What follows belongs to an exercise in optimizing a design on an open flow for small area, a short achievable clock period and few clock cycles per item; a production flow would make more cautious choices. Only simulation tests tie the RTL to the original design; equivalence was not proved.

## main
// cmac_dp
module cmac_dp (
    input  wire        clk,
    input  wire        rst,             
    input  wire        in_valid,
    output wire        in_ready,
    input  wire [3:0]  in_op,
    input  wire        in_sub,
    input  wire [5:0]  in_sh,
    input  wire [15:0] in_a_re,
    input  wire [15:0] in_a_im,
    input  wire [15:0] in_b_re,
    input  wire [15:0] in_b_im,
    output reg         out_valid,
    input  wire        out_ready,
    output wire [15:0] out_re,
    output wire [15:0] out_im,
    output wire [39:0] out_acc_r,
    output wire [39:0] out_acc_i,
    output reg         out_nan_r,
    output reg         out_nan_i,
    output wire [7:0]  out_expr,
    output wire [5:0]  out_norm,
    output wire [7:0]  out_sat_count,
    output wire [7:0]  out_nan_count,
    output wire        out_dp_sat,
    output wire        out_dp_nan
);
For scale: about 7200 cells after synthesis, roughly 440 flip-flops.
==> flow/config.mk <==
export PLATFORM = sky130hd
export DESIGN_NAME = cmac_dp
export DESIGN_NICKNAME = cmac_dp
export VERILOG_FILES = /design/flow/design.v
export SDC_FILE = /design/flow/constraint.sdc
export NUM_CORES = 4
export LEC_CHECK = 0
export CAP_MARGIN = 20
export CORE_MARGIN = 2
export CORE_UTILIZATION = 45
export SLEW_MARGIN = 20
==> flow/constraint.sdc <==
create_clock -name core_clock -period 25.0 [get_ports {clk}]
set_input_delay 5.0000 -clock core_clock [delete_from_list [all_inputs] [get_ports {clk}]]
set_output_delay 5.0000 -clock core_clock [all_outputs]
set_load 0.01 [all_outputs]
standard.sh (not shown) runs the stock make flow with config.mk's settings and CLKGATE_MAP_FILE= SYNTH_SCRIPT=/design/flow/synth_recipe.tcl, a recipe that flattens the netlist after the stock synthesis.
==> flow/flow/run.sh <==
#!/bin/bash
# Standard ORFS layout (the standard.sh, standard synthesis unchanged), with the
# resizer's timing repair asked to keep a larger setup margin so that it shortens the
# critical paths; the SDC (25 ns clock, I/O delays, loads) is the standard flow's, unchanged.
set -euo pipefail
bash standard.sh SETUP_SLACK_MARGIN=19 finish > standard.log 2>&1
Testbench counts of main, summed over its fixed seeds: cycles 32,048, ops 32,000.
--- input diff main..the feature branch ---
--- a/flow/flow/run.sh
+++ b/flow/flow/run.sh
@@ -4,3 +4,3 @@
 # critical paths; the SDC (25 ns clock, I/O delays, loads) is the standard flow's, unchanged.
 set -euo pipefail
-bash standard.sh SETUP_SLACK_MARGIN=19 finish > standard.log 2>&1
+bash standard.sh SETUP_SLACK_MARGIN=18 finish > standard.log 2>&1
Findings:
- Max worst hold slack across main and the feature branch: the feature branch
- The feature branch: signal arrival time at the worst endpoint is 90 ps lower than what main reported.
- The final layout from the feature branch, which completed every stage, passed the timing, design-rule and antenna checks at the end of the flow.
- Per the comparison of the feature branch with main, average wire length per cell after detail routing moved down; smallest setup slack after layout moved up; via count moved down; final net count moved down.
- Sort main and the feature branch by share of the final layout cell area in multi-input gates asc -> top: main
- Of the two values seen for launch point of the worst path, br_one[3]$_DFFE_PN_ was produced by main and bi_one[3]$_DFFE_PN_ by the feature branch.
- Maximum achievable frequency: lower on main
- Compared with main, the feature branch degrades max-slew headroom at the worst pin.

---

== harbor ==
cmac_dp, a different RTL version from the one above (not shown whole).
Size: roughly 230 I/O pins, roughly 0.062 mm² of cells after synthesis.
Settings: LEC_CHECK=0, CAP_MARGIN=20, CORE_MARGIN=2, CORE_UTILIZATION=45, SLEW_MARGIN=20; clock period 25.0 ns.
==> flow/flow/run.sh <==
#!/bin/bash
# Standard ORFS layout (the standard.sh, standard synthesis unchanged), with the
# resizer's timing repair asked to keep a larger setup margin so that it shortens the
# critical paths; the SDC (25 ns clock, I/O delays, loads) is the standard flow's, unchanged.
set -euo pipefail
bash standard.sh SETUP_SLACK_MARGIN=18.5 finish > standard.log 2>&1
Testbench counts of harbor, summed over its fixed seeds: cycles 32,048, ops 32,000.
Relative to harbor, the following input files were edited for pepper:
--- a/flow/flow/run.sh
+++ b/flow/flow/run.sh
@@ -5,2 +5,2 @@
 set -euo pipefail
-bash standard.sh SETUP_SLACK_MARGIN=18.5 finish > standard.log 2>&1
+bash standard.sh SETUP_SLACK_MARGIN=18 finish > standard.log 2>&1
==> summary.txt <==
On final critical delay including setup and external delays, harbor tracks pepper almost exactly.
Compared with harbor, in pepper final count of pins violating max slew now sits at about the same level, fraction of area in multi-input gates now sits higher, synthesized cell count did not really move.
The post-route fraction of the period consumed by the critical path was comparable across pepper and harbor.

what the ideal ports hide:
The results above use ideal ports. As a check the final layouts listed here were re-extracted and re-timed, cells and wires unchanged.
Step 1 assumes that a clkbuf_16 drives the clock port and a buf_2 every other input.
Step 2 adds t to the input delays and takes it off the output delays; t is the mean of the earliest and latest rising clock arrival at the registers after step 1. Input paths then give back, and output paths get back, about the clock's delay inside the block.
a / b / c = no drivers / after step 1 / after step 2; a / b = the first two.
| run | shift t [ns] | setup slack, ns | worst setup path after step 2 | worst register clock-pin slew, ns |
|---|---|---|---|---|
| main | 0.775 | 17.858 / 17.858 / 17.858 | register to register | 0.07 / 0.07 |
| the feature branch | 0.766 | 17.949 / 17.949 / 17.607 | input to register | 0.08 / 0.08 |
| harbor | 0.742 | 18.135 / 18.135 / 17.902 | input to register | 0.08 / 0.08 |
| pepper | 0.750 | 18.134 / 18.134 / 17.441 | input to register | 0.08 / 0.08 |
After both steps every run listed still meets setup and hold. For pepper, which loses most, drivers alone change the setup slack by 0.000 ns; drivers and shift together by -0.693 ns.
